Context: an optimization exercise on an open-source flow, tuned for small area, a short achievable clock period and few clock cycles per item. The choices shown serve that exercise and are no tape-out recipe.
Function was checked by simulation only, so behaviour that the tests miss may differ from the original.
No activity file was given, so power comes from the tool's default toggle rates.

==> run A <==
==> flow/design.v (excerpt) <==
module rs72_dec (
    input             clk,
    input             rst,
    input             in_valid,
    output            in_ready,
    input      [63:0] in_data,
    output            out_valid,
    output     [63:0] out_data,
    output            out_last,
    output            out_corrected,
    output            out_uncorrectable,
    output     [1:0]  out_nerr
);
Settings: LEC_CHECK=0, CAP_MARGIN=20, CORE_MARGIN=2, CORE_UTILIZATION=40, CTS_BUF_LIST=sky130_fd_sc_hd__clkbuf_8, PLACE_DENSITY=0.6, SLEW_MARGIN=20; clock period 32.0 ns.
standard.sh (not shown) runs the stock make flow with config.mk's settings and CLKGATE_MAP_FILE= SYNTH_SCRIPT=/design/flow/synth_recipe.tcl, a recipe that flattens the netlist after the stock synthesis.
==> flow/flow/run.sh <==
#!/bin/bash
set -euo pipefail
export BUFFER_PORTS_ARGS="-buffer_cell sky130_fd_sc_hd__buf_2"
bash standard.sh finish > flow_standard.log 2>&1
==> run K (differences from run A) <==
--- a/flow/design.v
+++ b/flow/design.v
@@ -29,11 +29,13 @@
     localparam [63:0]   QCOLS  = 64'h0094a67814080a06;
     localparam [63:0]   SQCOLS = 64'hc832491f0c030401;
     localparam [7:0]    TRMASK = 8'h80;
     localparam [3:0]    LAM    = 4'hf;
     localparam [63:0]   INV16  = 64'h834a5c2f67bde910;
-    localparam [2047:0] POS    = 2048'h00000000bdb2be0000000000aa0000008e000000980000000000000000000092000000000000000090889b0000009c00000000000000000000008b00008ac20000bc0000000000000000000000a0000086000000a6b88d000000b39d0000b50000000000000000000000b10000000000000000000082a985000000809f0000a300b000ba0091000096008400009300b499000000ad000000000000a10000ac009aa8af00000000000000000000bf000000000000000000c18c00a4a700a295c500bb0000000000000000000000c387810000009ec6aeb700008900009700c40000000000008f00b900c00000ab00000000000000009400000000b68300a5c700;
+    localparam [255:0]  MEM    = 256'h0e08880100e2002640048e320020071954a58812e00401b740071e4a05480436;
+    localparam [63:0]   A8COLS = 64'hd5fbec76e378a452;
+    localparam [63:0]   LANE   = 64'h31af8875048a3084;
     function automatic [3:0] m4(input [3:0] p, input [3:0] q);
         integer i;
         reg [3:0] r, x;
         begin
             r = 4'd0;
@@ -76,45 +78,49 @@
         end
     endfunction
     integer i, j, k;
     reg [63:0]  ring [0:L-1];
     reg [L-1:0] live;       
-    reg [L-1:0] first;      
-    reg [L-1:0] upar;       
-    reg         in_rdy;
+    reg [3:0]   sid;        
+    reg [3:0]   start0;     
+    reg [3:0]   start1;     
+    reg         in_rdy;     
     reg         wsel;       
+    reg         cond;       
     reg [3:0]   inb;        
     reg         inpar;      
     reg [3:0]   ph;         
     reg         fire;       
     reg [2:0]   ob;         
     reg         hp;         
     reg         rdy;        
     reg         fresh;      
     reg         sfirst;     
     reg         ev0, ev1, ev2, ev3, ev4;
-    wire accept = in_valid & in_rdy;
+    wire accept = in_valid & wsel & cond;
     assign in_ready = in_rdy;
+    wire [3:0] sid_n  = (sid == L - 1) ? 4'd0 : sid + 4'd1;
     wire [2:0] ob_n   = fire ? ob + 3'd1 : ob;
     wire       hp_n   = (fire && ob == 3'd7) ? ~hp : hp;
     wire       rdy_n  = ev4 | (rdy & ~(fire && ob == 3'd7));
-    wire       fire_n = live[L-2] & ((ob_n != 3'd0) | (first[L-2] & (upar[L-2] == hp_n) & rdy_n));
+    wire       fire_n = live[L-2] & ((ob_n != 3'd0) | ((sid_n == (hp_n ? start1 : start0)) & rdy_n));
     wire       free_n = ~live[L-2] | fire_n;
+    wire       cond_n = accept | inb == 4'd0 | inb == 4'd8 | ph == 4'd0;
     always @(posedge clk) begin
         for (i = 1; i < L; i = i + 1) ring[i] <= ring[i-1];
         ring[0] <= wsel ? in_data : ring[L-1];
-        for (i = 1; i < L; i = i + 1) begin
-            first[i] <= first[i-1];
-            upar[i]  <= upar[i-1];
-        end
-        first[0] <= in_rdy ? (inb == 4'd0) : first[L-1];
-        upar[0]  <= in_rdy ? inpar : upar[L-1];
-        sfirst   <= (inb == 4'd0);
+        sfirst  <= (inb == 4'd0);
+        if (accept && inb == 4'd0) begin
+            if (inpar) start1 <= sid;
+            else       start0 <= sid;
+        end
         if (rst) begin
             live   <= {L{1'b0}};
+            sid    <= 4'd0;
             in_rdy <= 1'b1;
             wsel   <= 1'b1;
+            cond   <= 1'b1;
             inb    <= 4'd0;
             inpar  <= 1'b0;
             ph     <= 4'd0;
             fire   <= 1'b0;
             ob     <= 3'd0;
@@ -127,12 +133,14 @@
             ev3    <= 1'b0;
             ev4    <= 1'b0;
         end else begin
             for (i = 1; i < L; i = i + 1) live[i] <= live[i-1];
             live[0] <= (accept && inb != 4'd8) | (live[L-1] & ~fire);
-            in_rdy  <= free_n & (accept | inb == 4'd0 | inb == 4'd8 | ph == 4'd0);
+            sid     <= sid_n;
+            in_rdy  <= free_n & cond_n;
             wsel    <= free_n;
+            cond    <= cond_n;
             if (accept) begin
                 inb <= (inb == 4'd8) ? 4'd0 : inb + 4'd1;
                 if (inb == 4'd8) inpar <= ~inpar;
             end
             ph    <= (accept && inb != 4'd8) ? 4'd1 : (ph == L - 1) ? 4'd0 : ph + 4'd1;
@@ -459,13 +467,14 @@
     reg [7:0] det, s1n, s2n, den, num, iden, inum;
     reg       c_dz, c_zero;
     reg [7:0] h_s [0:7];      
     reg [7:0] p_den, p_num, p_s2n;
     reg       p_dz, p_zero;
-    reg [7:0] q_sg1, q_sg2, q_isg1;
+    reg [7:0] k_sg1, k_sg2;   
+    reg [7:0] q_isg1;
     reg       q_dz, q_zero;
-    reg [7:0] r_sg1, r_sg2, r_t, r_u;
+    reg [7:0] r_t, r_u;
     reg       r_dz, r_zero, r_ok123;
     reg [7:0] ma [0:6];
     reg [7:0] mb [0:6];
     reg [7:0] mp [0:6];
     reg [7:0] y;
@@ -488,24 +497,24 @@
             ma[0] = p_num; mb[0] = iden;
             ma[1] = p_s2n; mb[1] = iden;
             ma[2] = p_den; mb[2] = inum;
         end
         if (ev3) begin
-            ma[0] = q_sg2;  mb[0] = csq(q_isg1);
+            ma[0] = k_sg2;  mb[0] = csq(q_isg1);
             ma[1] = h_s[1]; mb[1] = q_isg1;
-            ma[3] = q_sg1;  mb[3] = h_s[3];
-            ma[4] = q_sg1;  mb[4] = h_s[4];
-            ma[5] = q_dz ? q_sg1 : q_sg2; mb[5] = h_s[2];
-            ma[6] = q_sg2;  mb[6] = h_s[3];
+            ma[3] = k_sg1;  mb[3] = h_s[3];
+            ma[4] = k_sg1;  mb[4] = h_s[4];
+            ma[5] = q_dz ? k_sg1 : k_sg2; mb[5] = h_s[2];
+            ma[6] = k_sg2;  mb[6] = h_s[3];
         end
         if (ev4) begin
-            ma[0] = r_sg1;  mb[0] = y;
+            ma[0] = k_sg1;  mb[0] = y;
             ma[2] = h_s[0]; mb[2] = y;
-            ma[3] = r_sg1;  mb[3] = h_s[5];
-            ma[4] = r_sg1;  mb[4] = h_s[6];
-            ma[5] = r_sg2;  mb[5] = h_s[4];
-            ma[6] = r_sg2;  mb[6] = h_s[5];
+            ma[3] = k_sg1;  mb[3] = h_s[5];
+            ma[4] = k_sg1;  mb[4] = h_s[6];
+            ma[5] = k_sg2;  mb[5] = h_s[4];
+            ma[6] = k_sg2;  mb[6] = h_s[5];
         end
         for (i = 0; i < 7; i = i + 1) mp[i] = cmul(ma[i], mb[i]);
         det  = mp[3] ^ csq(s[1]);
         s1n  = mp[4] ^ mp[5];
         s2n  = mp[0] ^ csq(s[2]);
@@ -522,64 +531,74 @@
         p_den  <= den;
         p_num  <= num;
         p_s2n  <= s2n;
         p_dz   <= c_dz;
         p_zero <= c_zero;
-        q_sg1  <= mp[0];
-        q_sg2  <= p_dz ? 8'd0 : mp[1];
+        if (ev2) begin
+            k_sg1 <= mp[0];
+            k_sg2 <= p_dz ? 8'd0 : mp[1];
+        end
         q_isg1 <= mp[2];
         q_dz   <= p_dz;
         q_zero <= p_zero;
-        r_sg1  <= q_sg1;
-        r_sg2  <= q_sg2;
         r_t    <= mp[0];
         r_u    <= mp[1];
         r_ok123 <= ((h_s[4] ^ mp[3] ^ (q_dz ? 8'd0 : mp[5])) == 8'd0) &&
                    (!q_dz || (h_s[3] ^ mp[5]) == 8'd0) &&
                    ((h_s[5] ^ mp[4] ^ mp[6]) == 8'd0);
         r_dz   <= q_dz;
         r_zero <= q_zero;
     end
     reg [7:0] x1;
-    always @* x1 = r_dz ? r_sg1 : mp[0];
+    always @* x1 = r_dz ? k_sg1 : mp[0];
     reg       f_chk, f_dz, f_zero, f_two;
     reg [7:0] f_x1, f_x2, f_s0, f_u, f_s0y;
     always @(posedge clk) begin
+        if (fire) begin
+            f_x1 <= clin(f_x1, A8COLS);
+            f_x2 <= clin(f_x2, A8COLS);
+        end
         if (ev4) begin
             f_chk  <= r_ok123 &&
                       ((h_s[6] ^ mp[3] ^ mp[5]) == 8'd0) &&
                       ((h_s[7] ^ mp[4] ^ mp[6]) == 8'd0);
             f_dz   <= r_dz;
             f_zero <= r_zero;
-            f_two  <= (r_sg1 != 8'd0) && (r_sg2 != 8'd0) && !(^(r_t & TRMASK));
+            f_two  <= (k_sg1 != 8'd0) && (k_sg2 != 8'd0) && !(^(r_t & TRMASK));
             f_x1   <= x1;
-            f_x2   <= x1 ^ r_sg1;
+            f_x2   <= x1 ^ k_sg1;
             f_s0   <= h_s[0];
             f_u    <= r_u;
             f_s0y  <= mp[2];
         end
     end
-    reg [7:0]  p1, p2, yc1, yc2, f_y1, f_y2;
-    reg        ok1, ok2, e_v1, e_v2;
+    reg        l_m1, l_m2;
+    always @(posedge clk)
+        if (fire && ob == 3'd0) begin
+            l_m1 <= MEM[f_x1];
+            l_m2 <= MEM[f_x2];
+        end
+    reg [7:0]  yc1, yc2, f_y1, f_y2;
+    reg        m1, m2, ok1, ok2, e_v1, e_v2;
     reg [1:0]  e_nerr;
     reg [63:0] fix;
     always @* begin
-        p1  = POS[8*f_x1 +: 8];
-        p2  = POS[8*f_x2 +: 8];
         yc2 = f_u ^ f_s0y;
         yc1 = f_dz ? f_s0 : (yc2 ^ f_s0);
         f_y1 = clin(yc1, TICOLS);
         f_y2 = clin(yc2, TICOLS);
-        ok1 = f_chk && (f_s0 != 8'd0) && p1[7];
-        ok2 = f_chk && f_two && p1[7] && p2[7];
+        m1  = (ob == 3'd0) ? MEM[f_x1] : l_m1;
+        m2  = (ob == 3'd0) ? MEM[f_x2] : l_m2;
+        ok1 = f_chk && (f_s0 != 8'd0) && m1;
+        ok2 = f_chk && f_two && m1 && m2;
         e_v1 = !f_zero && (f_dz ? ok1 : ok2);
         e_v2 = !f_zero && !f_dz && ok2;
         e_nerr = e_v2 ? 2'd2 : e_v1 ? 2'd1 : 2'd0;
         for (k = 0; k < 8; k = k + 1) begin
             fix[8*k +: 8] = ring[L-1][8*k +: 8];
-            if (e_v1 && p1[6:0] == {ob, k[2:0]}) fix[8*k +: 8] = fix[8*k +: 8] ^ f_y1;
-            if (e_v2 && p2[6:0] == {ob, k[2:0]}) fix[8*k +: 8] = fix[8*k +: 8] ^ f_y2;
+            if (e_v1 && f_x1 == LANE[8*k +: 8]) fix[8*k +: 8] = fix[8*k +: 8] ^ f_y1;
+            if (e_v2 && f_x2 == LANE[8*k +: 8]) fix[8*k +: 8] = fix[8*k +: 8] ^ f_y2;
         end
     end
     reg [63:0] o_data;
     reg        o_valid, o_last, o_corr, o_unc;
     reg [1:0]  o_nerr;
Settings changed: ABC_AREA set to 1, CTS_BUF_LIST sky130_fd_sc_hd__clkbuf_8 to not set, CTS_CLUSTER_DIAMETER set to 80, CTS_CLUSTER_SIZE set to 24.
==> results.txt <==
| item | run A | run K |
|---|---|---|
| Run status | complete, no violations | complete, no violations |
| Nets@finish | 5791 | 6184 |
| Wire length on met1 | 77.1 mm | 73.4 mm |
| Horizontal die dimension | 379 um | 374 um |
| Sw frac | 0.400 | 0.407 |
| Final weighted congestion of routability-driven global placement | 0.993 | 0.994 |
| Xor/xnor cell area share of the yosys netlist | 0.261 | 0.249 |
| Met1 Resource Use GR | 0.325 | 0.315 |
| Synthesis-stage register bit count | 1283 | 1262 |
| Worst VDD drop | 238 uV | 143 uV |
| Power consumed by the clock network | 0.00139 W | 0.00107 W |
| Fillers | 13200 | 13200 |
| Largest cell class by area | multi-input gates | sequential cells |
| Routed WL per cell | 22.6 um | 21.4 um |
| Adder-cell area share of the yosys netlist | 0.0118 | 0.0117 |
| Skew final | 54.9 ps | 62.6 ps |
| H-tree levels | 4 | 3 |
| Ratio of total power to cell area | 100 nW/um^2 | 85.1 nW/um^2 |
| Leading cell type by number of instances after synthesis | sky130_fd_sc_hd__xnor2_1 | sky130_fd_sc_hd__nand2_1 |
| Clock-cell share | 0.0657 | 0.0434 |
| R2R cell count | 21 | 17 |
| NetSw | 0.00255 W | 0.00208 W |
| Final worst-path cycle share | 0.246 | 0.238 |
| Number of sinks on the clock net | 1283 | 1262 |
| Initial antenna violation count | 13 | 17 |
Testbench counts of run A, summed over its fixed seeds: cycles 14,512, units 1,600.
Testbench counts of run K, summed over its fixed seeds: cycles 14,512, units 1,600.

[what the ideal ports hide]
In the flow no input, the clock included, has a driving cell. The finished layouts below were timed again as built, in two steps.
Step 1 (the two cells are an assumption about what drives the block):
set clk [get_ports {clk}]
set_driving_cell -lib_cell sky130_fd_sc_hd__clkbuf_16 $clk
set_driving_cell -lib_cell sky130_fd_sc_hd__buf_2 [delete_from_list [all_inputs] $clk]
Step 2 also shifts input and output timing later by t, the mid clock arrival at the registers, as if the neighbouring blocks saw the same clock.
Three values: no drivers, after step 1, after step 2; two values: the first two.
| run | shift t [ns] | slack for setup (ns) | worst setup path after step 2 |
|---|---|---|---|
| run A | 0.990 | 24.129 / 24.051 / 24.602 | input to register |
| run K | 0.766 | 24.387 / 24.311 / 24.283 | input to register |
After both steps setup and hold are still met in every run listed. For run K, which loses most, drivers alone change the setup slack by -0.076 ns; drivers and shift together by -0.104 ns.
